This design comes from an exercise in tuning for small area, a short achievable clock period and few clock cycles on the open sky130 flow, not from production work.
The RTL was checked by simulation tests, not by an equivalence proof against the original design.

## flow/design.v

```verilog
module cvu (
    input  wire        clk,
    input  wire        rst,             
    input  wire        ctrl_bind,
    input  wire        ctrl_release,
    input  wire        ctrl_snap,
    input  wire [1:0]  cfg_mode,
    input  wire [5:0]  cfg_width_m1,
    input  wire        cfg_refin,
    input  wire        cfg_refout,
    input  wire [63:0] cfg_poly,
    input  wire [63:0] cfg_init,
    input  wire [63:0] cfg_xorout,
    input  wire        clr_res_valid,
    input  wire        clr_res_ovr,
    input  wire        in_valid,
    output wire        in_ready,
    input  wire [63:0] in_data,
    input  wire [2:0]  in_nbytes_m1,    
    input  wire        in_end,          
    input  wire        in_close,        
    input  wire        in_abort,        
    output wire        bound,
    output wire        pending,
    output reg         res_valid,
    output reg         res_ovr,
    output reg         res_invalid,
    output wire [1:0]  status,
    output reg  [63:0] result,
    output reg  [63:0] res_bytes,
    output reg  [31:0] res_units
);
    localparam [1:0] ST_OK        = 2'd0;
    localparam [1:0] ST_BUSY      = 2'd1;
    localparam [1:0] ST_BAD_PARAM = 2'd2;
    reg  [63:0] poly_q;
    reg  [63:0] init_q;
    reg  [63:0] ci_q;         
    reg  [5:0]  wm1_q;
    reg         refin_q;
    reg         refout_q;
    reg  [31:0] g_q;          
    reg  [63:0] crc;          
    reg  [63:0] bak;          
    reg  [63:0] cnt_bytes;    
    reg  [31:0] cnt_units;    
    reg         inv_q;        
    reg         snap_def;     
    reg         in_unit;      
    reg  [63:0] d_q;
    reg  [2:0]  nb_q;
    reg         end_q;
    reg         close_q;
    reg         cap;          
    reg         x_q;          
    reg         bf;
    reg         bound_q, pending_q, su_aq;
    reg  [1:0]  status_q;
    assign bound   = bound_q & ~bf;
    assign pending = pending_q & ~bf;
    assign status  = bf ? ST_BAD_PARAM : status_q;
    reg         unb;          
    reg         npend;        
    wire        ub   = unb | bf;               
    wire        bnd  = ~ub;
    wire        pend = ~npend & ~bf;
    reg         ir_q;
    reg  [1:0]  ph;           
    reg         hi_pend;      
    wire        su_a = su_aq & ~bf;    
    reg         su_b;         
    reg  [4:0]  su_cnt;
    reg  [5:0]  b_wm1;
    reg  [63:0] b_poly, b_init;
    reg  [31:0] b_g;
    reg         b_refin, b_refout;
    always @(*) begin
        case (cfg_mode)
            2'd0: begin
                b_wm1 = 6'd31; b_poly = 64'h04C1_1DB7_0000_0000;
                b_init = 64'hFFFF_FFFF_0000_0000;
                b_refin = 1'b1; b_refout = 1'b1; b_g = 32'h826880EF;
            end
            2'd1: begin
                b_wm1 = 6'd31; b_poly = 64'h1EDC_6F41_0000_0000;
                b_init = 64'hFFFF_FFFF_0000_0000;
                b_refin = 1'b1; b_refout = 1'b1; b_g = 32'h8FC8E57B;
            end
            2'd2: begin
                b_wm1 = 6'd63; b_poly = 64'h42F0_E1EB_A9EA_3693;
                b_init = 64'h0;
                b_refin = 1'b0; b_refout = 1'b0; b_g = 32'hABC694E8;
            end
            default: begin
                b_wm1 = cfg_width_m1; b_poly = cfg_poly;
                b_init = 64'h0;     
                b_refin = cfg_refin; b_refout = cfg_refout; b_g = 32'd0;
            end
        endcase
    end
    function [31:0] rev32(input [31:0] x);
        integer k;
        begin
            for (k = 0; k < 32; k = k + 1) rev32[k] = x[31 - k];
        end
    endfunction
    function [63:0] rev64(input [63:0] x);
        integer k;
        begin
            for (k = 0; k < 64; k = k + 1) rev64[k] = x[63 - k];
        end
    endfunction
    wire [63:0] crc_x = crc ^ init_q;
    wire [63:0] crc_r = crc_x >> (~wm1_q);
    wire [63:0] close_crc = ((refout_q ^ su_a) ? rev64(crc_x) : crc_r) ^ ci_q;
    wire setup   = su_a | su_b;
    wire fed_st  = bnd & (~pend | ~in_unit);           
    wire rdy_fed = cap & x_q;
    assign in_ready = ir_q | bf;
    wire beat = in_valid & in_ready;
    wire feed = rdy_fed & fed_st;
    wire eng_run  = cap & fed_st & ~setup;
    wire proc_lo  = eng_run & (ph == 2'd0) & (end_q | x_q);    
    wire proc_hie = eng_run & end_q & (ph == 2'd1) & nb_q[2];
    wire proc     = proc_lo | proc_hie | hi_pend;
    wire [31:0] chunk = proc_lo ? d_q[31:0] : d_q[63:32];
    wire [1:0]  mm1   = (proc_lo & nb_q[2]) ? 2'd3 : nb_q[1:0];    
    wire [31:0] dsw   = refin_q ? rev32(chunk)
                                : {chunk[7:0], chunk[15:8], chunk[23:16], chunk[31:24]};
    wire [31:0] a0    = crc[63:32] ^ dsw;
    function [6:0] clm4(input [3:0] a, input [3:0] b);
        integer i;
        begin
            clm4 = 7'd0;
            for (i = 0; i < 4; i = i + 1)
                clm4 = clm4 ^ ({3'd0, a & {4{b[i]}}} << i);
        end
    endfunction
    function [14:0] clm8(input [7:0] a, input [7:0] b);
        reg [6:0] c0, c1, c2;
        begin
            c0 = clm4(a[3:0], b[3:0]);
            c2 = clm4(a[7:4], b[7:4]);
            c1 = clm4(a[3:0] ^ a[7:4], b[3:0] ^ b[7:4]) ^ c0 ^ c2;
            clm8 = {8'd0, c0} ^ ({8'd0, c1} << 4) ^ ({8'd0, c2} << 8);
        end
    endfunction
    function [30:0] clm16(input [15:0] a, input [15:0] b);
        reg [14:0] c0, c1, c2;
        begin
            c0 = clm8(a[7:0], b[7:0]);
            c2 = clm8(a[15:8], b[15:8]);
            c1 = clm8(a[7:0] ^ a[15:8], b[7:0] ^ b[15:8]) ^ c0 ^ c2;
            clm16 = {16'd0, c0} ^ ({16'd0, c1} << 8) ^ ({16'd0, c2} << 16);
        end
    endfunction
    function [62:0] clm32(input [31:0] a, input [31:0] b);
        reg [30:0] c0, c1, c2;
        begin
            c0 = clm16(a[15:0], b[15:0]);
            c2 = clm16(a[31:16], b[31:16]);
            c1 = clm16(a[15:0] ^ a[31:16], b[15:0] ^ b[31:16]) ^ c0 ^ c2;
            clm32 = {32'd0, c0} ^ ({32'd0, c1} << 16) ^ ({32'd0, c2} << 32);
        end
    endfunction
    function [7:0] sh8(input [7:0] a, input [7:0] b);
        integer i;
        begin
            sh8 = 8'd0;
            for (i = 0; i < 8; i = i + 1)
                sh8 = sh8 ^ ((a & {8{b[i]}}) << i);
        end
    endfunction
    function [15:0] sh16(input [15:0] a, input [15:0] b);
        begin
            sh16 = {1'b0, clm8(a[7:0], b[7:0])} ^
                   {sh8(a[7:0], b[15:8]) ^ sh8(a[15:8], b[7:0]), 8'd0};
        end
    endfunction
    function [31:0] sh32(input [31:0] a, input [31:0] b);
        begin
            sh32 = {1'b0, clm16(a[15:0], b[15:0])} ^
                   {sh16(a[15:0], b[31:16]) ^ sh16(a[31:16], b[15:0]), 16'd0};
        end
    endfunction
    reg  [31:0] av;       
    reg  [63:0] shv;      
    always @(*) begin
        case (mm1)
            2'd0: begin av = {24'd0, a0[31:24]}; shv = {crc[55:0], 8'd0};  end
            2'd1: begin av = {16'd0, a0[31:16]}; shv = {crc[47:0], 16'd0}; end
            2'd2: begin av = {8'd0,  a0[31:8]};  shv = {crc[39:0], 24'd0}; end
            default: begin av = a0;              shv = {crc[31:0], 32'd0}; end
        endcase
    end
    wire [31:0] tv  = rev32(sh32(rev32(av), rev32(g_q)));
    wire [63:0] eng = shv ^ {1'b0, clm32(tv, poly_q[31:0])}
                          ^ {sh32(tv, poly_q[63:32]), 32'd0};
    reg         g_new;
    integer     gi;
    always @(*) begin
        g_new = (su_cnt == 5'd0);
        for (gi = 1; gi < 32; gi = gi + 1)
            g_new = g_new ^ (poly_q[64 - gi] & g_q[gi - 1]);
    end
    reg  [63:0] s1_bytes;
    reg  [31:0] s1_units;
    reg         s1_pending, s1_in_unit, s1_iu_fed, s1_snap_def, s1_inv;
    reg         close_now, close_init, aborted;
    reg  [63:0] close_bytes;
    reg  [31:0] close_units;
    reg         close_inv;
    always @(*) begin
        s1_bytes    = cnt_bytes;
        s1_units    = cnt_units;
        s1_pending  = pend;
        s1_snap_def = snap_def;
        s1_inv      = inv_q;
        s1_in_unit  = beat ? ~in_end : in_unit;
        s1_iu_fed   = feed ? ~end_q : in_unit;
        close_now   = 1'b0;
        close_init  = 1'b0;
        aborted     = 1'b0;
        close_bytes = cnt_bytes;
        close_units = cnt_units;
        close_inv   = inv_q;
        if (feed) begin
            s1_pending = 1'b0;
            s1_bytes   = cnt_bytes + {61'd0, nb_q} + 64'd1;
            if (end_q) begin
                s1_units = cnt_units + 32'd1;
                if (close_q || snap_def) close_now = 1'b1;
            end
        end
        if (close_now) begin
            close_bytes = s1_bytes;
            close_units = s1_units;
            close_inv   = s1_inv;
            s1_bytes    = 64'd0;
            s1_units    = 32'd0;
            s1_inv      = 1'b0;
            s1_snap_def = 1'b0;
        end
        if (in_abort) begin
            s1_in_unit = 1'b0;
            s1_iu_fed  = 1'b0;
            if (bnd) begin
                aborted = 1'b1;
                s1_inv  = 1'b1;
                if (s1_snap_def) begin
                    close_now   = 1'b1;
                    close_init  = 1'b1;
                    close_bytes = s1_bytes;
                    close_units = s1_units;
                    close_inv   = s1_inv;
                    s1_bytes    = 64'd0;
                    s1_units    = 32'd0;
                    s1_inv      = 1'b0;
                    s1_snap_def = 1'b0;
                end
            end
        end
        if (ctrl_snap && bnd && !close_now) begin
            if (!s1_pending && s1_iu_fed) begin
                s1_snap_def = 1'b1;
            end else begin
                close_now   = 1'b1;
                close_init  = aborted;
                close_bytes = s1_bytes;
                close_units = s1_units;
                close_inv   = s1_inv;
                s1_bytes    = 64'd0;
                s1_units    = 32'd0;
                s1_inv      = 1'b0;
            end
        end
    end
    wire        sel_ci   = (close_init & ~su_a) | su_b;
    wire        sel_bak  = (ph != 2'd0) & ~rdy_fed;
    wire [63:0] close_val = sel_ci ? ci_q : (sel_bak ? bak : close_crc);
    wire        restart  = close_now | aborted | (ctrl_release & bnd);
    wire        bound_n, pending_n, pu_n, su_a_n, bf_n;
    wire [1:0]  status_n;
    cvu_cmd u_cmd (
        .ctrl_bind(ctrl_bind), .ctrl_release(ctrl_release),
        .cfg_mode(cfg_mode),
        .bnd(bnd), .s1_pending(s1_pending), .s1_in_unit(s1_in_unit),
        .status(status),
        .bound_n(bound_n), .pending_n(pending_n), .status_n(status_n),
        .pu_n(pu_n), .su_a_n(su_a_n)
    );
    cvu_chk u_chk (
        .ctrl_bind(ctrl_bind), .ub(ub),
        .cfg_mode(cfg_mode), .cfg_width_m1(cfg_width_m1),
        .cfg_poly(cfg_poly), .cfg_init(cfg_init), .cfg_xorout(cfg_xorout),
        .bf_n(bf_n)
    );
    wire        setup_nc = (ctrl_bind & ub) | su_a | (su_b & (su_cnt != 5'd31));
    wire [1:0]  ph_nx    = ph + {1'b0, proc & end_q};
    wire        ph_ok    = nb_q[2] ? (ph_nx == 2'd2) : (ph_nx == 2'd1);
    wire        x_n      = ~setup_nc & ~(in_abort | ctrl_snap | ctrl_release) &
                           (cap ? (~end_q | ph_ok) : ~in_end);
    wire        cap_n    = in_valid & ~in_ready;
    always @(posedge clk) begin
        d_q     <= in_data;
        nb_q    <= in_nbytes_m1;
        end_q   <= in_end;
        close_q <= in_close;
        if (rst) begin
            bound_q     <= 1'b0;
            pending_q   <= 1'b0;
            bf          <= 1'b0;
            unb         <= 1'b1;
            npend       <= 1'b1;
            ir_q        <= 1'b1;
            res_valid   <= 1'b0;
            res_ovr     <= 1'b0;
            res_invalid <= 1'b0;
            status_q    <= ST_OK;
            result      <= 64'd0;
            res_bytes   <= 64'd0;
            res_units   <= 32'd0;
            inv_q       <= 1'b0;
            snap_def    <= 1'b0;
            in_unit     <= 1'b0;
            cap         <= 1'b0;
            x_q         <= 1'b0;
            ph          <= 2'd0;
            hi_pend     <= 1'b0;
            su_aq       <= 1'b0;
            su_b        <= 1'b0;
        end else begin
            bound_q   <= bound_n;
            unb       <= ~bound_n;
            pending_q <= pending_n;
            npend     <= ~pending_n;
            status_q  <= status_n;
            bf        <= bf_n;
            ir_q      <= ~bound_n | pu_n | (cap_n & x_n);
            cnt_bytes <= s1_bytes;
            cnt_units <= s1_units;
            snap_def  <= s1_snap_def;
            inv_q     <= s1_inv;
            in_unit   <= s1_in_unit;
            cap     <= cap_n;
            x_q     <= x_n;
            hi_pend <= feed & ~end_q & nb_q[2] & ~aborted & ~ctrl_release;
            if (beat | restart | ~cap)
                ph <= 2'd0;
            else if (proc & end_q)
                ph <= ph + 2'd1;
            if (ph == 2'd0) bak <= close_crc;
            if (su_a)
                crc <= rev64(poly_q);
            else if (su_b) begin
                if (su_cnt == 5'd1) crc <= init_q;
            end else if (close_now | aborted)
                crc <= init_q;
            else if (proc)
                crc <= eng;
            su_aq <= su_a_n;
            if (ctrl_release)
                su_b <= 1'b0;
            else if (su_a)
                su_b <= 1'b1;
            else if (su_b && su_cnt == 5'd31)
                su_b <= 1'b0;
            if (su_a) begin
                ci_q   <= close_crc;
                poly_q <= rev64(crc_r);
                su_cnt <= 5'd0;
            end else if (su_b) begin
                if (su_cnt == 5'd0) begin
                    poly_q <= rev64(crc_r);
                    init_q <= poly_q;
                end
                g_q    <= {g_q[30:0], g_new};
                su_cnt <= su_cnt + 5'd1;
            end
            if (ctrl_release & bnd) begin
                snap_def <= 1'b0;
                inv_q    <= 1'b0;
            end
            if (ub) begin
                wm1_q     <= b_wm1;
                refin_q   <= b_refin;
                refout_q  <= b_refout;
                poly_q    <= b_poly;
                init_q    <= b_init;
                g_q       <= b_g;
                ci_q      <= (cfg_mode == 2'd3) ? cfg_xorout : 64'd0;
                crc       <= (cfg_mode == 2'd3) ? rev64(cfg_init) : b_init;
                cnt_bytes <= 64'd0;
                cnt_units <= 32'd0;
            end
            if (clr_res_valid) res_valid <= 1'b0;
            if (clr_res_ovr)   res_ovr   <= 1'b0;
            if (close_now) begin
                result      <= close_val;
                res_bytes   <= close_bytes;
                res_units   <= close_units;
                res_invalid <= close_inv;
                res_valid   <= 1'b1;
                if (res_valid && !clr_res_valid) res_ovr <= 1'b1;
            end
        end
    end
endmodule
module cvu_cmd (
    input  wire        ctrl_bind,
    input  wire        ctrl_release,
    input  wire [1:0]  cfg_mode,
    input  wire        bnd,           
    input  wire        s1_pending,    
    input  wire        s1_in_unit,    
    input  wire [1:0]  status,
    output reg         bound_n,
    output reg         pending_n,
    output reg  [1:0]  status_n,
    output wire        pu_n,          
    output wire        su_a_n         
);
    localparam [1:0] ST_OK        = 2'd0;
    localparam [1:0] ST_BUSY      = 2'd1;
    localparam [1:0] ST_BAD_PARAM = 2'd2;
    always @(*) begin
        bound_n   = bnd;
        pending_n = s1_pending;
        status_n  = status;
        if (ctrl_bind) begin
            if (bnd) status_n = ST_BUSY;
            else begin
                status_n  = ST_OK;
                bound_n   = 1'b1;
                pending_n = 1'b1;
            end
        end else if (ctrl_release) begin
            if (bnd) begin
                status_n  = ST_OK;
                bound_n   = 1'b0;
                pending_n = 1'b0;
            end else begin
                status_n  = ST_BAD_PARAM;
            end
        end
    end
    assign pu_n   = pending_n & s1_in_unit;
    assign su_a_n = ctrl_bind & ~bnd & (cfg_mode == 2'd3);
endmodule
module cvu_chk (
    input  wire        ctrl_bind,
    input  wire        ub,            
    input  wire [1:0]  cfg_mode,
    input  wire [5:0]  cfg_width_m1,
    input  wire [63:0] cfg_poly,
    input  wire [63:0] cfg_init,
    input  wire [63:0] cfg_xorout,
    output wire        bf_n
);
    reg  [63:0] above_w;
    integer     ai;
    always @(*) begin
        for (ai = 0; ai < 64; ai = ai + 1) above_w[ai] = (cfg_width_m1 < ai);
    end
    wire hi_bits = |((cfg_poly | cfg_init | cfg_xorout) & above_w);
    wire bad     = (cfg_mode == 2'd3) && ((cfg_width_m1 < 6'd7) || hi_bits);
    assign bf_n  = ctrl_bind & ub & bad;
endmodule
```

## flow/flow/run.sh

```bash
#!/bin/bash
# Standard ORFS layout (the standard.sh, standard synthesis), with the
# resizer's setup repair asked for extra slack (SETUP_SLACK_MARGIN) so that
# it works on the paths that set the achieved period, and plain buffers on
# the ports.  flow/knobs.txt holds these make variables, one per line.  The
# SDC (clock period, I/O delays) is unchanged.  Each tool's output goes to a
# log file in this folder (make's to flow_make.log, ORFS's own logs under
# orfs/logs).
set -euo pipefail
mapfile -t KNOBS < <(grep -v '^#' flow/knobs.txt | grep -v '^$')
bash standard.sh "${KNOBS[@]}" finish > flow_make.log 2>&1
```

## flow/flow/knobs.txt

```
SETUP_SLACK_MARGIN=33.8
TNS_END_PERCENT=100
MATCH_CELL_FOOTPRINT=0
BUFFER_PORTS_ARGS=-buffer_cell sky130_fd_sc_hd__buf_1
CTS_BUF_LIST=sky130_fd_sc_hd__clkbuf_8
```

## flow/standard.sh

```bash
#!/bin/bash
# synth_recipe.tcl (not shown) runs the flow's synth.tcl, then flattens the netlist and writes it again
# the make line also repeats each setting of config.mk as NAME=value (left out here)
make -C /OpenROAD-flow-scripts/flow DESIGN_CONFIG=/design/flow/config.mk WORK_HOME=/design/flow/orfs CLKGATE_MAP_FILE= SYNTH_SCRIPT=/design/flow/synth_recipe.tcl "${@:-finish}"
```

## flow/config.mk

```make
export PLATFORM = sky130hd
export DESIGN_NAME = cvu
export DESIGN_NICKNAME = cvu
export VERILOG_FILES = /design/flow/design.v
export SDC_FILE = /design/flow/constraint.sdc
export NUM_CORES = 4
export LEC_CHECK = 0
export CAP_MARGIN = 20
export CORE_MARGIN = 2
export CORE_UTILIZATION = 40
export SLEW_MARGIN = 20
export SYNTH_HIERARCHICAL = 1
```

## flow/constraint.sdc

```tcl
create_clock -name core_clock -period 44.0 [get_ports {clk}]
set_input_delay 8.8000 -clock core_clock [delete_from_list [all_inputs] [get_ports {clk}]]
set_output_delay 8.8000 -clock core_clock [all_outputs]
set_load 0.01 [all_outputs]
```

==> flow_metrics.env, run 1 <==
export IMPL_ys_top_cells_by_area="edfxtp_1 22%, xnor2_1 15%, xnor3_1 8.1%"
export IMPL_wl_met2_um=133000
export IMPL_firstDrtPassIters=12
export IMPL_die_area_um2=163000
export IMPL_postPlaceCellArea_um2=67700
export IMPL_synth_top_area_cell="edfxtp_1"
export IMPL_setup_viol=0
export IMPL_cts_clk_slew_worst_paths_ns=0.07
export IMPL_synth_cells=7471
export IMPL_finalHoldViolCount=0
export IMPL_yosys_area_top_type_share_pct=21.7
export IMPL_min_path_type="flip-flop to flip-flop"
export IMPL_wl_met1_um=120000
export IMPL_required_ns=44.71
export IMPL_synth_most_common_cell="nand2_1"
export IMPL_viasPerCell=6.19
export IMPL_dp_cells=9659
export IMPL_hp_start="result[42]"
export IMPL_wl_per_cell_um=32.2
export IMPL_syn_to_final_growth_pct=11.5
export IMPL_grt_pass1_vias=57700
export IMPL_path_delay_family="simple AND/OR/NAND/NOR gates"
export IMPL_nFillCells=15600
export IMPL_r2r_start="bf"
export IMPL_worstSetupPathType="input port to flip-flop"
export IMPL_yosys_warnings=9
export IMPL_cts_root_buf="clkbuf_8"
export IMPL_std_cell_rows=146
export IMPL_dieHeight_um=403
export IMPL_arrival_ns=11.24
export IMPL_grt_ovfl_total=0
export IMPL_synth_area_um2=63700
export IMPL_drive_gt1_share_pct=9.86
export IMPL_ys_seq_area_share_pct=29.6
export IMPL_synth_edf_count=461
export IMPL_clock_sinks=711
export IMPL_utilization_pct=44.9
export IMPL_setup_ws_ns=33.47
export IMPL_holdPathStages=2
export IMPL_fin_hold_ws_ns=0.453
export IMPL_pre_cts_ws_ns=32.02
export IMPL_synth_nets=7768
export IMPL_end_kind="flip-flop"
export IMPL_maxClockFrequency_ghz=0.0950
export IMPL_io_pins=448
export IMPL_io_buffers=447
export IMPL_vias=61300
export IMPL_ys_ff_latch=711
export IMPL_critPathLaunchType="input port"
export IMPL_drc=0
export IMPL_highest_layer="met5"
export IMPL_gp_congestion=1.05
export IMPL_antenna_left=0
export IMPL_dp_hpwl_um=237000
export IMPL_final_area_um2=71100
export IMPL_critPathBufInv=1
export IMPL_max_stage_delay_ns=0.80
export IMPL_reg2regPathDepth=25
export IMPL_synthArstFlopShare_pct=0
export IMPL_rsz0062_at_grt="true"
export IMPL_maxCapViolCount=0
export IMPL_crit_fanout=2
export IMPL_die_x_um=403
export IMPL_reg2reg_to="crc[31]"
export IMPL_final_nets=8023
export IMPL_grt_antenna_before_repair=34
export IMPL_regToRegSetupSlack_ns=33.96
export IMPL_fin_crit_ns=10.53
export IMPL_finalSetupTns_ns=0
export IMPL_track_usage_pct=38.0
export IMPL_grt_max_degree=127
export IMPL_grt_pass1_wl_um=442000
export IMPL_drt_initial_drc_count=9696
export IMPL_maxSlewViolCount=0
export IMPL_worst_slew_pin_slew_ns=1.36
export IMPL_htree_levels=3
export IMPL_yosysUniqueCellTypes=114
export IMPL_clk_latency_ns=0.87
export IMPL_synthFlopType="edfxtp_1"
export IMPL_fin_crit_sh_pct=23.9
export IMPL_drt_total_wl_um=320000
export IMPL_slew_headroom_pct=8.81
export IMPL_cts_tree="done"
export IMPL_met3_length_um=40900
export IMPL_synth_common_cells="1,233 x nand2_1, 1,085 x xnor2_1, 944 x nor2_1"
export IMPL_min_to="result[42]"
export IMPL_skew_ns=0.101
export IMPL_final_cell_count_no_fill=9910
export IMPL_slowest_stage="nor3_1"
export IMPL_crit_chain="buf_1 -> nor3_1 -> a31oi_1 -> a211oi_2 -> nand4_1 -> a211oi_1 -> o32ai_1 -> or2_1 -> nor2b_1"
export IMPL_hold_buffers=0
export IMPL_syn_area_per_cell_um2=8.53
export IMPL_cts_buffer_depth=3
export IMPL_initial_core_util_pct=40.2
export IMPL_coreArea_um2=158000
export IMPL_outcome="timing/DRC/antenna clean"
export IMPL_numCtsBuffers=111
==> cells in the final DEF, fill, tap and decap left out, drive strengths merged, types with 12 or more instances in the layout <==
cell type	count
nor2b	51
mux2	56
a22oi	31
clkbuf	215
dfxtp	250
o211ai	123
a222oi	47
xor2	397
or2	30
inv	161
a211oi	161
a21boi	22
and3	17
buf	582
xor3	33
xnor3	231
a31oi	24
nand2b	37
and2	57
a21oi	293
a21o	25
ha	16
nor3	128
o31ai	15
clkinv	37
mux2i	149
nand3	103
diode	16
o22ai	27
nor2	950
or3	27
o21ai	489
nand4	35
nand2	1234
xnor2	1103
edfxtp	461
a221oi	32
o21a	16
mux4	12
a221o	15
==> routing by layer <==
metal | track usage [%] | vias to the layer above
met3 | 9.99 | 940
met4 | 24.8 | 28
met2 | 55.5 | 4551
met5 | 0 | -
met1 | 49.4 | 29800
li1 | - | 26100
==> Yosys stat by module, one instance, submodules excluded <==
module | cells | times used
cvu | 7267 | 1
cvu_cmd | 12 | 1
cvu_chk | 192 | 1
==> timing repair <==
item,CTS,global route
resized for setup,277,20
buffers inserted,9,5
endpoints found under the hold margin,0,0
setup endpoints to repair,578,310
pin swaps,9,5
cloned,8,4
==> final cells by class <==
class                      count  area (µm²)  share of cell area, %
multi-input combinational   6107       42800                   60.3
sequential                   711       18900                   26.6
timing repair buffer         664        3840                   5.41
tap                         2072        2590                   3.65
clock buffer                 133        1830                   2.58
clock inverter                76         548                  0.771
inverter                     131         498                  0.701
antenna                       16        40.0                 0.0563
==> worst max-delay path by stage <==
stage                       startpoint         to  slack, ns  cells after the start
after floorplan               in_abort     crc[0]      32.83                      8
after CTS                           bf  status[1]      33.46                      3
after global placement     cfg_mode[0]    crc[49]      32.11                      7
after detailed placement   cfg_mode[0]    crc[43]      32.02                      7
final                     cfg_poly[19]         bf      33.47                      9
after global routing                bf  status[1]      33.49                      3
==> cells by family after synthesis <==
kind of cell | count (synthesis) | share of synthesized area, %
AOI/OAI and AO/OA | 1391 | 13.9
xor gates and xnor gates | 1764 | 30.3
DFF | 711 | 29.6
buffers and inverters | 660 | 4.17
adders and majority gates | 17 | 0.346
muxes | 217 | 3.76
and+or+nand+nor | 2711 | 18.0
==> tightest hold or removal path, stage by stage, from the launching register on <==
cell and delay (ns):
dfxtp_1 0.31, nand2_1 0.05, a21oi_1 0.05
Testbench counts, summed over its fixed seeds: cycles 141,870.
==> run 2, diff against run 1 <==
--- a/flow/config.mk
+++ b/flow/config.mk
@@ -9,3 +9,3 @@
 export CORE_MARGIN = 2
-export CORE_UTILIZATION = 40
+export CORE_UTILIZATION = 55
 export SLEW_MARGIN = 20
==> run 2 against run 1 <==
Clock skew decreased by 0.049 ns. Design area shrank 1.5%. Worst setup slack better by 0.16 ns. Critical path depth down 7. Register-to-register slack got worse by 0.25 ns. Fmax is 1.6% higher. Die area is 27% lower. Synthesized cell count is the same.
==> flow_metrics.env, run 2 <==
export IMPL_outcome="timing/DRC/antenna clean"
export IMPL_synthArstFlopShare_pct=0
export IMPL_dieHeight_um=344
export IMPL_finalHoldViolCount=0
export IMPL_cts_buffer_depth=3
export IMPL_worst_slew_pin_slew_ns=1.16
export IMPL_numCtsBuffers=115
export IMPL_hold_buffers=0
export IMPL_drive_gt1_share_pct=8.19
export IMPL_critPathLaunchType="flip-flop"
export IMPL_required_ns=35.20
export IMPL_cts_root_buf="clkbuf_8"
export IMPL_drt_total_wl_um=294000
export IMPL_regToRegSetupSlack_ns=33.71
export IMPL_nFillCells=10200
export IMPL_synth_area_um2=63700
export IMPL_layout_area_seq_um2=18900
export IMPL_synth_top_area_cell="edfxtp_1"
export IMPL_firstDrtPassIters=10
export IMPL_maxCapViolCount=0
export IMPL_coreArea_um2=115000
export IMPL_track_usage_pct=48.1
export IMPL_fin_hold_ws_ns=0.452
export IMPL_viasPerCell=6.57
export IMPL_clk_latency_ns=0.79
export IMPL_initial_core_util_pct=55.6
export IMPL_setup_viol=0
export IMPL_final_nets=8008
export IMPL_dp_hpwl_um=218000
export IMPL_yosys_area_top_type_share_pct=21.7
export IMPL_synth_edf_count=461
export IMPL_drc=0
export IMPL_postPlaceCellArea_um2=66800
export IMPL_fin_crit_sh_pct=23.6
export IMPL_crit_fanout=6
export IMPL_drt_initial_drc_count=9575
export IMPL_clock_sinks=711
export IMPL_vias=61300
export IMPL_die_area_um2=119000
export IMPL_htree_levels=3
export IMPL_yosysUniqueCellTypes=114
export IMPL_reg2reg_to="crc[32]"
export IMPL_grt_antenna_before_repair=32
export IMPL_slew_headroom_pct=22.2
export IMPL_wl_per_cell_um=31.5
export IMPL_holdPathStages=2
export IMPL_grt_pass1_wl_um=409000
export IMPL_grt_ovfl_total=0
export IMPL_yosys_warnings=9
export IMPL_io_buffers=447
export IMPL_gp_congestion=1.08
export IMPL_reg2regPathDepth=23
export IMPL_ys_ff_latch=711
export IMPL_cts_tree="done"
export IMPL_synth_most_common_cell="nand2_1"
export IMPL_final_common_cell="nand2_1"
export IMPL_finalSetupTns_ns=0
export IMPL_grt_pass1_vias=57100
export IMPL_synth_nets=7768
export IMPL_arrival_ns=1.57
export IMPL_fin_crit_ns=10.37
export IMPL_final_cell_mix="1,230 x nand2_1, 1,081 x xnor2_1, 937 x nor2_1"
export IMPL_ys_seq_area_share_pct=29.6
export IMPL_final_area_um2=70000
export IMPL_antenna_left=0
export IMPL_worstSetupPathType="flip-flop to primary output"
export IMPL_die_x_um=344
export IMPL_rsz0062_at_grt="true"
export IMPL_ys_top_cells_by_area="edfxtp_1 22%, xnor2_1 15%, xnor3_1 8.1%"
export IMPL_min_path_type="flip-flop to flip-flop"
export IMPL_multi_input_area_um2=42700
export IMPL_cts_clk_slew_worst_paths_ns=0.07
export IMPL_maxClockFrequency_ghz=0.0964
export IMPL_skew_ns=0.0522
export IMPL_end_kind="primary output"
export IMPL_syn_to_final_growth_pct=9.82
export IMPL_hp_start="result[46]"
export IMPL_r2r_start="bf"
export IMPL_synthFlopType="edfxtp_1"
export IMPL_grt_max_degree=92
export IMPL_syn_area_per_cell_um2=8.53
export IMPL_min_to="result[46]"
export IMPL_maxSlewViolCount=0
export IMPL_std_cell_rows=124
export IMPL_io_pins=448
export IMPL_synth_common_cells="1,233 x nand2_1, 1,085 x xnor2_1, 944 x nor2_1"
export IMPL_synth_cells=7471
## run 2: worst max path at each step
stage	depth (start not counted)	from	endpoint
global route	3	bf	in_ready
detailed placement	10	in_abort	crc[11]
finish	2	bf	status[1]
global placement	10	in_abort	crc[11]
floorplan	8	in_abort	crc[0]
CTS	2	bf	status[1]
## run 2: area by class of cell
cell class / instances / area share (%)
Tap cell: 1512 / 2.70
Clock inverter: 85 / 0.933
Timing Repair Buffer: 649 / 5.02
Inverter: 131 / 0.712
Clock buffer: 134 / 2.64
Multi-Input combinational cell: 6103 / 61.0
Antenna cell: 15 / 0.0536
Sequential cell: 711 / 26.9
## run 2: worst max-delay path, cell delays in order, from the launching register on
cell and delay, ns:
dfxtp_4 0.41, or2_4 0.25, buf_6 0.12
## run 2: per-stage QoR
| stage | cells | utilization [%] | setup slack (ns) |
|---|---|---|---|
| final | 9340 | 61.0 | 33.63 |
| after global routing | 9327 | 61.0 | 33.62 |
| after CTS | 9314 | 60.7 | 33.60 |
| after detailed placement | 9079 | 58.2 | 32.45 |
| after global placement | 9079 | 58.2 | 32.48 |
| after floorplan | 7471 | - | 32.83 |
## run 2: repair_timing
| action | CTS | global route |
|---|---|---|
| setup buffers | 10 | 6 |
| pin swaps | 5 | 7 |
| cloned | 6 | 3 |
| setup endpoints to repair | 412 | 375 |
| resized for setup | 60 | 53 |
## run 2: cells by family after synthesis
family          Yosys count  synth area share [%]
flops                   711                  29.6
compound gates         1391                  13.9
simple gates           2711                  18.0
fa+ha+maj                17                 0.346
buf+inv                 660                  4.17
mux                     217                  3.76
xor+xnor               1764                  30.3
## run 2: per-module statistics from Yosys (local to each module, per instance)
module,flops+latches,times used
cvu_chk,0,1
cvu_cmd,0,1
cvu,711,1
## run 2: routing by layer
layer	vias to the layer above	track usage [%]	share of wire (%)
li1	26000	-	-
met1	29100	60.6	35
met2	4977	69.8	41
met3	1201	14.6	14
met4	26	34.8	9.0
met5	-	0	0.053
==> run 3, diff against run 2 <==
--- a/flow/flow/knobs.txt
+++ b/flow/flow/knobs.txt
@@ -5 +5,2 @@
 CTS_BUF_LIST=sky130_fd_sc_hd__clkbuf_8
+DONT_USE_CELLS=sky130_fd_sc_hd__probe_p_8 sky130_fd_sc_hd__probec_p_8 sky130_fd_sc_hd__lpflow_bleeder_1 sky130_fd_sc_hd__lpflow_clkbufkapwr_1 sky130_fd_sc_hd__lpflow_clkbufkapwr_16 sky130_fd_sc_hd__lpflow_clkbufkapwr_2 sky130_fd_sc_hd__lpflow_clkbufkapwr_4 sky130_fd_sc_hd__lpflow_clkbufkapwr_8 sky130_fd_sc_hd__lpflow_clkinvkapwr_1 sky130_fd_sc_hd__lpflow_clkinvkapwr_16 sky130_fd_sc_hd__lpflow_clkinvkapwr_2 sky130_fd_sc_hd__lpflow_clkinvkapwr_4 sky130_fd_sc_hd__lpflow_clkinvkapwr_8 sky130_fd_sc_hd__lpflow_decapkapwr_12 sky130_fd_sc_hd__lpflow_decapkapwr_3 sky130_fd_sc_hd__lpflow_decapkapwr_4 sky130_fd_sc_hd__lpflow_decapkapwr_6 sky130_fd_sc_hd__lpflow_decapkapwr_8 sky130_fd_sc_hd__lpflow_inputiso0n_1 sky130_fd_sc_hd__lpflow_inputiso0p_1 sky130_fd_sc_hd__lpflow_inputiso1n_1 sky130_fd_sc_hd__lpflow_inputiso1p_1 sky130_fd_sc_hd__lpflow_inputisolatch_1 sky130_fd_sc_hd__lpflow_isobufsrc_1 sky130_fd_sc_hd__lpflow_isobufsrc_16 sky130_fd_sc_hd__lpflow_isobufsrc_2 sky130_fd_sc_hd__lpflow_isobufsrc_4 sky130_fd_sc_hd__lpflow_isobufsrc_8 sky130_fd_sc_hd__lpflow_isobufsrckapwr_16 sky130_fd_sc_hd__lpflow_lsbuf_lh_hl_isowell_tap_1 sky130_fd_sc_hd__lpflow_lsbuf_lh_hl_isowell_tap_2 sky130_fd_sc_hd__lpflow_lsbuf_lh_hl_isowell_tap_4 sky130_fd_sc_hd__lpflow_lsbuf_lh_isowell_4 sky130_fd_sc_hd__lpflow_lsbuf_lh_isowell_tap_1 sky130_fd_sc_hd__lpflow_lsbuf_lh_isowell_tap_2 sky130_fd_sc_hd__lpflow_lsbuf_lh_isowell_tap_4  sky130_fd_sc_hd__xnor3_1 sky130_fd_sc_hd__xnor3_2 sky130_fd_sc_hd__xnor3_4 sky130_fd_sc_hd__xor3_1 sky130_fd_sc_hd__xor3_2 sky130_fd_sc_hd__xor3_4
--- a/flow/config.mk
+++ b/flow/config.mk
@@ -9,3 +9,3 @@
 export CORE_MARGIN = 2
-export CORE_UTILIZATION = 55
+export CORE_UTILIZATION = 40
 export SLEW_MARGIN = 20
==> run 3 against run 2 <==
Still clean on timing, DRC and antenna. Synthesized cell count up 3.3%. Core utilization fell by 16 points. Global-route usage decreased by 10 points. Critical endpoint is now bound.
==> flow_metrics.env, run 3 <==
export IMPL_synth_common_cells="1,492 x xnor2_1, 1,254 x nand2_1, 962 x nor2_1"
export IMPL_critPathBufInv=1
export IMPL_ys_ff_latch=711
export IMPL_firstDrtPassIters=13
export IMPL_cts_root_buf="clkbuf_8"
export IMPL_finalSetupTns_ns=0
export IMPL_maxClockFrequency_ghz=0.0954
export IMPL_hold_buffers=0
export IMPL_pre_cts_ws_ns=32.25
export IMPL_grt_max_degree=177
export IMPL_syn_area_per_cell_um2=8.11
export IMPL_drt_total_wl_um=313000
export IMPL_critPathLaunchType="flip-flop"
export IMPL_synth_compound_area_share_pct=14.2
export IMPL_grt_pass1_wl_um=429000
export IMPL_grt_antenna_before_repair=39
export IMPL_die_area_um2=160000
export IMPL_rsz0062_at_grt="true"
export IMPL_syn_to_final_growth_pct=11.6
export IMPL_required_ns=35.20
export IMPL_die_x_um=400
export IMPL_fin_crit_ns=10.48
export IMPL_max_stage_delay_ns=0.42
export IMPL_initial_core_util_pct=40.2
export IMPL_arrival_ns=1.68
export IMPL_slew_headroom_pct=12.9
export IMPL_setup_viol=0
export IMPL_synthMuxAreaShare_pct=3.57
export IMPL_outcome="timing/DRC/antenna clean"
export IMPL_path_delay_family="flip-flops"
export IMPL_min_path_type="flip-flop to flip-flop"
export IMPL_synth_area_um2=62600
export IMPL_synth_cells=7715
export IMPL_cts_buffer_depth=3
export IMPL_synth_top_area_cell="edfxtp_1"
export IMPL_cts_tree="done"
export IMPL_end_kind="primary output"
export IMPL_finalHoldViolCount=0
export IMPL_clock_sinks=711
export IMPL_layout_area_seq_um2=19000
export IMPL_ys_seq_area_share_pct=30.1
export IMPL_final_common_cell="xnor2_1"
export IMPL_dp_cells=9882
export IMPL_std_cell_rows=145
export IMPL_yosysUniqueCellTypes=110
export IMPL_dp_hpwl_um=232000
export IMPL_yosys_area_share_xor_xnor_pct=28.8
export IMPL_synth_nets=8012
export IMPL_nFillCells=15400
export IMPL_drc=0
export IMPL_wl_per_cell_um=30.9
export IMPL_grt_ovfl_total=0
export IMPL_ys_top_cells_by_area="edfxtp_1 22%, xnor2_1 21%, dfxtp_1 8.0%"
export IMPL_viasPerCell=6.05
export IMPL_regToRegSetupSlack_ns=34.18
export IMPL_crit_fanout=6
export IMPL_gp_congestion=1.06
export IMPL_clk_latency_ns=0.86
export IMPL_synthFlopType="edfxtp_1"
export IMPL_worstSetupPathType="flip-flop to primary output"
export IMPL_synthArstFlopShare_pct=0
export IMPL_grt_pass1_vias=56300
export IMPL_yosys_area_share_adder_pct=0.352
export IMPL_track_usage_pct=37.6
export IMPL_cts_clk_slew_worst_paths_ns=0.06
export IMPL_final_nets=8263
export IMPL_yosys_area_top_type_share_pct=22.1
export IMPL_coreArea_um2=156000
export IMPL_io_buffers=447
export IMPL_final_cell_mix="1,484 x xnor2_1, 1,251 x nand2_1, 956 x nor2_1"
export IMPL_yosys_warnings=9
export IMPL_multi_input_area_um2=41700
export IMPL_synth_edf_count=461
export IMPL_skew_ns=0.0759
export IMPL_worst_slew_pin_slew_ns=1.30
export IMPL_synthSimpleGateAreaFrac_pct=18.7
export IMPL_final_cell_count_no_fill=10100
export IMPL_synth_most_common_cell="xnor2_1"
export IMPL_io_pins=448
export IMPL_numCtsBuffers=114
export IMPL_maxCapViolCount=0
export IMPL_fin_crit_sh_pct=23.8
export IMPL_drt_initial_drc_count=9221
export IMPL_drive_gt1_share_pct=10.8
export IMPL_utilization_pct=44.8
export IMPL_antenna_left=0
export IMPL_synth_top_family_by_area="XOR/XNOR gates"
export IMPL_setup_ws_ns=33.52
export IMPL_vias=61200
export IMPL_crit_chain="nor2b_1 -> buf_1"
export IMPL_slowest_stage="dfxtp_4"
export IMPL_htree_levels=3
export IMPL_maxSlewViolCount=0
export IMPL_dieHeight_um=400
-- run 3: cell types whose count changed after synthesis, sizes merged, moves of 8 or more --
cell,previous run,this run
xnor2,1103,1553
xnor3,231,0
o21ai,489,449
xor3,33,0
xor2,397,428
nand2,1234,1255
mux2i,149,130
nor2,948,967
nand2b,37,51
inv,129,118
nor3,128,120
-- run 3: per-layer routing --
| layer | track usage (%) | vias to the layer above | part of all wire (%) |
|---|---|---|---|
| met5 | 0 | - | 0.093 |
| met1 | 50.3 | 29400 | 39 |
| met2 | 54.0 | 4263 | 41 |
| met3 | 11.0 | 924 | 13 |
| met4 | 20.5 | 44 | 6.5 |
| li1 | - | 26500 | - |
-- run 3: worst paths after layout --
check,start,end,cells past startpoint
worst max-delay path,bf,bound,2
worst min-delay path,result[53],result[53],2
worst max register to register,bf,crc[32],26
worst min register to register,result[53],result[53],2
-- run 3: worst min-delay path, stage by stage (launching register included) --
cell and delay, ns:
dfxtp_1 0.31, nand2_1 0.05, a21oi_1 0.05
-- run 3: cells by family after synthesis --
kind of cell	after synthesis
fa+ha+maj	17
compound gates	1385
simple gates	2771
mux	200
flops	711
xor+xnor	1981
buf+inv	650
-- run 3: what timing repair did --
action,in CTS,in global routing
gates cloned,7,6
buffers inserted,6,7
endpoints found under the setup margin,734,292
pin swaps,2,6
resized for setup,356,73
-- run 3: per-module statistics from Yosys, one instance, submodules excluded --
| module | times used | flip-flops and latches | area, µm² |
|---|---|---|---|
| cvu_cmd | 1 | 0 | 88.8 |
| cvu | 1 | 711 | 61300 |
| cvu_chk | 1 | 0 | 1180 |
-- run 3: stage by stage --
step	hold WS, ns	area [µm²]
detailed placement	0.445	66400
global placement	0.439	66400
CTS	0.455	69500
floorplan	0.461	62800
global route	0.472	69800
finish	0.455	69800
-- run 3: cell type report --
cell class | instances | area share [%]
clock buffer | 134 | 2.64
antenna | 11 | 0.0394
multi-input combinational | 6362 | 59.7
inverter | 121 | 0.659
clock inverter | 72 | 0.700
sequential | 711 | 27.2
timing repair inverter | 2 | 0.0179
tap | 2058 | 3.69
timing repair buffer | 654 | 5.42
==> run 4, diff against run 3 <==
--- a/flow/design.v
+++ b/flow/design.v
@@ -56,7 +56,8 @@
     reg         bf;
+    reg         nbf_o;        
     reg         bound_q, pending_q, su_aq;
     reg  [1:0]  status_q;
-    assign bound   = bound_q & ~bf;
-    assign pending = pending_q & ~bf;
-    assign status  = bf ? ST_BAD_PARAM : status_q;
+    assign bound   = bound_q & nbf_o;
+    assign pending = pending_q & nbf_o;
+    assign status  = nbf_o ? status_q : ST_BAD_PARAM;
     reg         unb;          
@@ -312,2 +313,3 @@
             bf          <= 1'b0;
+            nbf_o       <= 1'b1;
             unb         <= 1'b1;
@@ -338,2 +340,3 @@
             bf        <= bf_n;
+            nbf_o     <= ~bf_n;
             ir_q      <= ~bound_n | pu_n | (cap_n & x_n);
--- a/flow/flow/knobs.txt
+++ b/flow/flow/knobs.txt
@@ -5,2 +5,3 @@
 CTS_BUF_LIST=sky130_fd_sc_hd__clkbuf_8
+CTS_CLUSTER_SIZE=24
 DONT_USE_CELLS=sky130_fd_sc_hd__probe_p_8 sky130_fd_sc_hd__probec_p_8 sky130_fd_sc_hd__lpflow_bleeder_1 sky130_fd_sc_hd__lpflow_clkbufkapwr_1 sky130_fd_sc_hd__lpflow_clkbufkapwr_16 sky130_fd_sc_hd__lpflow_clkbufkapwr_2 sky130_fd_sc_hd__lpflow_clkbufkapwr_4 sky130_fd_sc_hd__lpflow_clkbufkapwr_8 sky130_fd_sc_hd__lpflow_clkinvkapwr_1 sky130_fd_sc_hd__lpflow_clkinvkapwr_16 sky130_fd_sc_hd__lpflow_clkinvkapwr_2 sky130_fd_sc_hd__lpflow_clkinvkapwr_4 sky130_fd_sc_hd__lpflow_clkinvkapwr_8 sky130_fd_sc_hd__lpflow_decapkapwr_12 sky130_fd_sc_hd__lpflow_decapkapwr_3 sky130_fd_sc_hd__lpflow_decapkapwr_4 sky130_fd_sc_hd__lpflow_decapkapwr_6 sky130_fd_sc_hd__lpflow_decapkapwr_8 sky130_fd_sc_hd__lpflow_inputiso0n_1 sky130_fd_sc_hd__lpflow_inputiso0p_1 sky130_fd_sc_hd__lpflow_inputiso1n_1 sky130_fd_sc_hd__lpflow_inputiso1p_1 sky130_fd_sc_hd__lpflow_inputisolatch_1 sky130_fd_sc_hd__lpflow_isobufsrc_1 sky130_fd_sc_hd__lpflow_isobufsrc_16 sky130_fd_sc_hd__lpflow_isobufsrc_2 sky130_fd_sc_hd__lpflow_isobufsrc_4 sky130_fd_sc_hd__lpflow_isobufsrc_8 sky130_fd_sc_hd__lpflow_isobufsrckapwr_16 sky130_fd_sc_hd__lpflow_lsbuf_lh_hl_isowell_tap_1 sky130_fd_sc_hd__lpflow_lsbuf_lh_hl_isowell_tap_2 sky130_fd_sc_hd__lpflow_lsbuf_lh_hl_isowell_tap_4 sky130_fd_sc_hd__lpflow_lsbuf_lh_isowell_4 sky130_fd_sc_hd__lpflow_lsbuf_lh_isowell_tap_1 sky130_fd_sc_hd__lpflow_lsbuf_lh_isowell_tap_2 sky130_fd_sc_hd__lpflow_lsbuf_lh_isowell_tap_4  sky130_fd_sc_hd__xnor3_1 sky130_fd_sc_hd__xnor3_2 sky130_fd_sc_hd__xnor3_4 sky130_fd_sc_hd__xor3_1 sky130_fd_sc_hd__xor3_2 sky130_fd_sc_hd__xor3_4
--- a/flow/config.mk
+++ b/flow/config.mk
@@ -9,3 +9,3 @@
 export CORE_MARGIN = 2
-export CORE_UTILIZATION = 40
+export CORE_UTILIZATION = 60
 export SLEW_MARGIN = 20
==> run 4 against run 3 <==
Still clean. Synthesized area up 0.72%. Count of clock-buffer cells in the layout down 9. Critical endpoint is now status[0]. Clock skew fell by 0.010 ns.
==> flow_metrics.env, run 4 <==
export IMPL_fin_crit_ns=10.31
export IMPL_finalHoldViolCount=0
export IMPL_io_pins=448
export IMPL_coreArea_um2=104000
export IMPL_htree_levels=3
export IMPL_worst_slew_pin_slew_ns=1.39
export IMPL_yosys_warnings=9
export IMPL_ys_top_cells_by_area="edfxtp_1 22%, xnor2_1 21%, dfxtp_1 8.0%"
export IMPL_viasPerCell=6.96
export IMPL_final_cell_count_no_fill=9618
export IMPL_clock_sinks=712
export IMPL_ys_seq_area_share_pct=29.9
export IMPL_std_cell_rows=118
export IMPL_arrival_ns=1.51
export IMPL_maxSlewViolCount=0
export IMPL_postPlaceCellArea_um2=66300
export IMPL_synth_cells=7873
export IMPL_setup_ws_ns=33.69
export IMPL_outcome="timing/DRC/antenna clean"
export IMPL_dieHeight_um=328
export IMPL_yosysUniqueCellTypes=114
export IMPL_final_common_cell="xnor2_1"
export IMPL_dp_cells=9348
export IMPL_synthArstFlopShare_pct=0
export IMPL_skew_ns=0.0656
export IMPL_vias=67000
export IMPL_pre_cts_ws_ns=31.96
export IMPL_synth_area_um2=63000
export IMPL_grt_pass1_wl_um=437000
export IMPL_cts_buffer_depth=3
export IMPL_gp_congestion=1.12
export IMPL_final_cell_mix="1,472 x xnor2_1, 1,300 x nand2_1, 902 x nor2_1"
export IMPL_utilization_pct=67.1
export IMPL_min_path_type="flip-flop to flip-flop"
export IMPL_crit_fanout=4
export IMPL_slew_headroom_pct=6.19
export IMPL_setup_viol=0
export IMPL_required_ns=35.20
export IMPL_die_area_um2=108000
export IMPL_track_usage_pct=56.1
export IMPL_drive_gt1_share_pct=9.08
export IMPL_end_kind="primary output"
export IMPL_synth_edf_count=461
export IMPL_synth_most_common_cell="xnor2_1"
export IMPL_r2r_start="bf"
export IMPL_final_nets=8419
export IMPL_grt_antenna_before_repair=41
export IMPL_synth_common_cells="1,486 x xnor2_1, 1,306 x nand2_1, 927 x nor2_1"
export IMPL_ys_ff_latch=712
export IMPL_drt_total_wl_um=317000
export IMPL_drc=0
export IMPL_initial_core_util_pct=60.7
export IMPL_grt_ovfl_total=0
export IMPL_critPathLaunchType="flip-flop"
export IMPL_cts_clk_slew_worst_paths_ns=0.07
export IMPL_hp_start="result[43]"
export IMPL_fin_hold_ws_ns=0.456
export IMPL_grt_max_degree=104
export IMPL_fin_crit_sh_pct=23.4
export IMPL_syn_to_final_growth_pct=10.5
export IMPL_worstSetupPathType="flip-flop to primary output"
export IMPL_antenna_left=0
export IMPL_finalSetupTns_ns=0
export IMPL_grt_pass1_vias=61000
export IMPL_drt_initial_drc_count=13400
export IMPL_synth_nets=8170
export IMPL_die_x_um=328
export IMPL_wl_per_cell_um=33.0
export IMPL_firstDrtPassIters=14
export IMPL_maxClockFrequency_ghz=0.0970
export IMPL_cts_root_buf="clkbuf_8"
export IMPL_synth_top_area_cell="edfxtp_1"
export IMPL_final_area_um2=69600
export IMPL_syn_area_per_cell_um2=8.01
export IMPL_dp_hpwl_um=228000
export IMPL_crit_start="nbf_o"
export IMPL_numCtsBuffers=108
export IMPL_yosys_area_top_type_share_pct=22.0
export IMPL_clk_latency_ns=0.81
export IMPL_hold_buffers=0
export IMPL_cts_tree="done"
export IMPL_maxCapViolCount=0
export IMPL_rsz0062_at_grt="true"
export IMPL_io_buffers=447
export IMPL_synthFlopType="edfxtp_1"
==> run 4: changes by cell type in the layout (fill, tap and decap cells not counted), sizes merged, moves of 36 or more <==
cell    change
nand2      +56
clkbuf     -80
nor2       -38
buf       +101
o21ai      -36
xnor2      -36
==> run 4: final timing paths <==
path	slack [ns]	cells past startpoint	to
worst min-delay path	0.46	2	result[43]
worst min register to register	0.46	2	result[43]
worst max-delay path	33.69	2	status[0]
worst max register to register	33.87	28	crc[28]
==> run 4: per-module statistics from Yosys, one instance, submodules excluded <==
module / flops+latches / area, µm² / cells inside
cvu_cmd: 0 / 88.8 / 12
cvu: 712 / 61800 / 7669
cvu_chk: 0 / 1180 / 192
==> run 4: worst max-delay path: stages (launching register included) <==
cell and delay [ns]:
dfxtp_4 0.43, and2_4 0.19, buf_6 0.10
==> run 4: what timing repair did <==
| action | CTS | global route |
|---|---|---|
| resized for setup | 92 | 58 |
| setup endpoints to repair | 410 | 243 |
| pin swaps | 7 | 21 |
| buffers inserted | 13 | 13 |
| gates cloned | 10 | 7 |
==> run 4: per-layer routing <==
layer | track usage (%) | share of wire (%)
met1 | 68.7 | 34
met2 | 76.3 | 38
met3 | 26.3 | 18
met4 | 41.3 | 10
met5 | 0.621 | 0.13
==> run 4: area by class of cell <==
cell class,instances,area [µm²]
repair buffers,684,3820
clock inverters,79,533
diodes,22,55.1
fillers,8433,34200
flip-flops and latches,712,18900
well taps,1380,1730
clock buffers,125,1720
multi-input cells,6500,42400
inverters,116,442
==> run 4: cells by family (layout without fill, tap and decap cells) <==
kind of cell               count (synthesis)  count (layout)  synth area share (%)
buffers and inverters                    672            1004                  4.21
xor gates and xnor gates                1951            1951                  27.7
AOI/OAI and AO/OA                       1470            1471                  15.1
other                                      0              22                     0
and+or+nand+nor                         2860            2870                  19.3
adders and majority gates                 17              17                 0.349
muxes                                    191             191                  3.41
DFF                                      712             712                  29.9
Testbench counts of run 4, summed over its fixed seeds: cycles 141,870.
==> run 5, diff against run 4 <==
==> flow/flow/knobs.txt (replaced) <==
SETUP_SLACK_MARGIN=33.8
TNS_END_PERCENT=100
MATCH_CELL_FOOTPRINT=0
BUFFER_PORTS_ARGS=-buffer_cell sky130_fd_sc_hd__buf_2
DONT_USE_CELLS=sky130_fd_sc_hd__probe_p_8 sky130_fd_sc_hd__probec_p_8 sky130_fd_sc_hd__lpflow_bleeder_1 sky130_fd_sc_hd__lpflow_clkbufkapwr_1 sky130_fd_sc_hd__lpflow_clkbufkapwr_16 sky130_fd_sc_hd__lpflow_clkbufkapwr_2 sky130_fd_sc_hd__lpflow_clkbufkapwr_4 sky130_fd_sc_hd__lpflow_clkbufkapwr_8 sky130_fd_sc_hd__lpflow_clkinvkapwr_1 sky130_fd_sc_hd__lpflow_clkinvkapwr_16 sky130_fd_sc_hd__lpflow_clkinvkapwr_2 sky130_fd_sc_hd__lpflow_clkinvkapwr_4 sky130_fd_sc_hd__lpflow_clkinvkapwr_8 sky130_fd_sc_hd__lpflow_decapkapwr_12 sky130_fd_sc_hd__lpflow_decapkapwr_3 sky130_fd_sc_hd__lpflow_decapkapwr_4 sky130_fd_sc_hd__lpflow_decapkapwr_6 sky130_fd_sc_hd__lpflow_decapkapwr_8 sky130_fd_sc_hd__lpflow_inputiso0n_1 sky130_fd_sc_hd__lpflow_inputiso0p_1 sky130_fd_sc_hd__lpflow_inputiso1n_1 sky130_fd_sc_hd__lpflow_inputiso1p_1 sky130_fd_sc_hd__lpflow_inputisolatch_1 sky130_fd_sc_hd__lpflow_isobufsrc_1 sky130_fd_sc_hd__lpflow_isobufsrc_16 sky130_fd_sc_hd__lpflow_isobufsrc_2 sky130_fd_sc_hd__lpflow_isobufsrc_4 sky130_fd_sc_hd__lpflow_isobufsrc_8 sky130_fd_sc_hd__lpflow_isobufsrckapwr_16 sky130_fd_sc_hd__lpflow_lsbuf_lh_hl_isowell_tap_1 sky130_fd_sc_hd__lpflow_lsbuf_lh_hl_isowell_tap_2 sky130_fd_sc_hd__lpflow_lsbuf_lh_hl_isowell_tap_4 sky130_fd_sc_hd__lpflow_lsbuf_lh_isowell_4 sky130_fd_sc_hd__lpflow_lsbuf_lh_isowell_tap_1 sky130_fd_sc_hd__lpflow_lsbuf_lh_isowell_tap_2 sky130_fd_sc_hd__lpflow_lsbuf_lh_isowell_tap_4  sky130_fd_sc_hd__xnor3_1 sky130_fd_sc_hd__xnor3_2 sky130_fd_sc_hd__xnor3_4 sky130_fd_sc_hd__xor3_1 sky130_fd_sc_hd__xor3_2 sky130_fd_sc_hd__xor3_4
==> run 5 against run 4 <==
First-iteration DRC count fell by 3.0%. Synthesized cell count did not move. Via count fell by 1.7%. Critical path depth rose by 4.
==> flow_metrics.env, run 5 <==
export IMPL_io_pins=448
export IMPL_synthSimpleGateAreaFrac_pct=19.3
export IMPL_track_usage_pct=54.1
export IMPL_cts_tree="done"
export IMPL_synth_common_cells="1,486 x xnor2_1, 1,306 x nand2_1, 927 x nor2_1"
export IMPL_dieHeight_um=328
export IMPL_maxClockFrequency_ghz=0.0967
export IMPL_critPathCapture="poly_q[34]"
export IMPL_synth_edf_count=461
export IMPL_multi_input_area_um2=42500
export IMPL_outcome="timing/DRC/antenna clean"
export IMPL_initial_core_util_pct=60.7
export IMPL_nFillCells=8457
export IMPL_reg2reg_to="crc[29]"
export IMPL_synth_top_family_by_area="XOR/XNOR gates"
export IMPL_gp_congestion=1.11
export IMPL_end_kind="flip-flop"
export IMPL_final_cell_mix="1,477 x xnor2_1, 1,300 x nand2_1, 900 x nor2_1"
export IMPL_setup_viol=0
export IMPL_synth_cells=7873
export IMPL_synth_area_um2=63000
export IMPL_arrival_ns=10.64
export IMPL_r2r_start="su_b"
export IMPL_regToRegSetupSlack_ns=33.94
export IMPL_finalHoldViolCount=0
export IMPL_die_area_um2=108000
export IMPL_viasPerCell=6.88
export IMPL_fin_crit_ns=10.34
export IMPL_dp_cells=9338
export IMPL_finalSetupTns_ns=0
export IMPL_clk_latency_ns=0.68
export IMPL_hold_buffers=0
export IMPL_synthMuxAreaShare_pct=3.41
export IMPL_antenna_left=0
export IMPL_yosys_area_share_adder_pct=0.349
export IMPL_required_ns=44.30
export IMPL_drive_gt1_share_pct=13.8
export IMPL_coreArea_um2=104000
export IMPL_yosys_area_share_xor_xnor_pct=27.7
export IMPL_numCtsBuffers=76
export IMPL_ys_top_cells_by_area="edfxtp_1 22%, xnor2_1 21%, dfxtp_1 8.0%"
export IMPL_grt_ovfl_total=0
export IMPL_syn_area_per_cell_um2=8.01
export IMPL_cts_root_buf="clkbuf_16"
export IMPL_dp_hpwl_um=221000
export IMPL_reg2regPathDepth=25
export IMPL_grt_max_degree=107
export IMPL_worst_slew_pin_slew_ns=1.31
export IMPL_htree_levels=3
export IMPL_io_buffers=447
export IMPL_synth_nets=8170
export IMPL_std_cell_rows=118
export IMPL_final_nets=8386
export IMPL_synth_top_area_cell="edfxtp_1"
export IMPL_skew_ns=0.0538
export IMPL_layout_area_seq_um2=18900
export IMPL_fin_crit_sh_pct=23.5
export IMPL_grt_pass1_wl_um=422000
export IMPL_synthFlopType="edfxtp_1"
export IMPL_synth_compound_area_share_pct=15.1
export IMPL_crit_fanout=68
export IMPL_firstDrtPassIters=10
export IMPL_vias=65800
export IMPL_yosys_area_top_type_share_pct=22.0
export IMPL_yosysUniqueCellTypes=114
export IMPL_drt_initial_drc_count=13000
export IMPL_min_path_type="flip-flop to flip-flop"
export IMPL_clock_sinks=712
export IMPL_cts_clk_slew_worst_paths_ns=0.06
export IMPL_syn_to_final_growth_pct=12.0
export IMPL_maxSlewViolCount=0
export IMPL_slew_headroom_pct=11.9
export IMPL_critPathLaunchType="input port"
export IMPL_drc=0
export IMPL_drt_total_wl_um=306000
export IMPL_cts_buffer_depth=3
export IMPL_crit_start="cfg_mode[0]"
export IMPL_grt_antenna_before_repair=33
export IMPL_ys_ff_latch=712
export IMPL_hp_start="result[52]"
export IMPL_synth_most_common_cell="xnor2_1"
export IMPL_final_common_cell="xnor2_1"
export IMPL_grt_pass1_vias=59200
export IMPL_synthArstFlopShare_pct=0
export IMPL_wl_per_cell_um=32.0
export IMPL_die_x_um=328
export IMPL_final_cell_count_no_fill=9561
export IMPL_yosys_warnings=9
export IMPL_rsz0062_at_grt="true"
export IMPL_worstSetupPathType="input port to flip-flop"
export IMPL_maxCapViolCount=0
export IMPL_ys_seq_area_share_pct=29.9
export IMPL_fin_hold_ws_ns=0.452
[run 5: cell counts after synthesis]
No cell type changed its count.
[run 5: cells by family after synthesis]
| kind of cell | after synthesis |
|---|---|
| xor gates and xnor gates | 1951 |
| adders and majority gates | 17 |
| buffers and inverters | 672 |
| AOI/OAI and AO/OA | 1470 |
| and+or+nand+nor | 2860 |
| DFF | 712 |
| muxes | 191 |
[run 5: final cells by class]
type / count / area share, %
clock buffer: 105 / 3.08
inverter: 116 / 0.625
timing repair buffer: 683 / 6.24
multi-input combinational: 6500 / 60.1
antenna: 29 / 0.103
sequential: 712 / 26.7
tap: 1380 / 2.45
clock inverter: 36 / 0.627
[run 5: Yosys stat by module, one instance, submodules excluded]
module / copies in the design / flops+latches / cells inside
cvu_chk: 1 / 0 / 192
cvu_cmd: 1 / 0 / 12
cvu: 1 / 712 / 7669
[run 5: what timing repair did]
| item | CTS | global route |
|---|---|---|
| cloned | 15 | 11 |
| hold endpoints to repair | 0 | 0 |
| gates resized for setup | 74 | 65 |
| setup buffers | 14 | 12 |
| endpoints found under the setup margin | 410 | 356 |
| pin swaps | 8 | 25 |
[run 5: worst min-delay path by stage]
stage,to,slack [ns],cells past startpoint
2_1_floorplan,res_invalid,0.46,2
3_3_place_gp,result[40],0.44,2
3_5_place_dp,result[52],0.44,2
4_1_cts,result[33],0.45,2
5_1_grt,result[45],0.47,2
6_report,result[52],0.45,2
[run 5: worst max-delay path: stages]
cell,delay [ns]
buf_2,0.16
ha_2,0.20
clkbuf_8,0.43
nor2b_1,0.17
a21oi_1,0.54
o21ai_0,0.30
[run 5: stage by stage]
stage	cell area (µm²)	util, %	setup WS, ns
floorplan	63600	-	32.83
global placement	66800	64.4	32.31
detailed placement	66800	64.4	32.23
CTS	70000	67.4	33.73
global route	70500	68.0	33.70
finish	70600	68.0	33.66
[run 5: metal layers]
layer	track usage [%]	vias up	part of all wire, %
met4	39.5	40	9.7
li1	-	27100	-
met2	73.0	6378	38
met1	67.1	30500	34
met3	25.1	1706	18
met5	0	-	0.096

-- port drivers added, routing unchanged --
Ports are ideal in the flow. The routed layouts listed here were re-timed in OpenROAD.
Step 1 assumes that a clkbuf_16 drives the clock port and a buf_2 every other input.
Step 2 adds t to the input delays and takes it off the output delays; t is the mean of the earliest and latest rising clock arrival at the registers after step 1. Input paths then give back, and output paths get back, about the clock's delay inside the block.
Three values: ideal ports, drivers, drivers and shift; two values: the first two.
run	t, ns	setup WS [ns]	worst setup path at the end
run 1	0.900	33.470 / 33.411 / 32.632	input to register
run 2	0.841	33.631 / 33.553 / 32.988	input to register
run 3	0.898	33.520 / 33.443 / 32.840	input to register
run 4	0.851	33.687 / 33.609 / 32.936	input to register
run 5	0.730	33.663 / 33.686 / 32.958	input to register
After both steps every run listed still meets setup and hold. For run 1, which loses most, drivers alone change the setup slack by -0.059 ns; drivers and shift together by -0.838 ns.
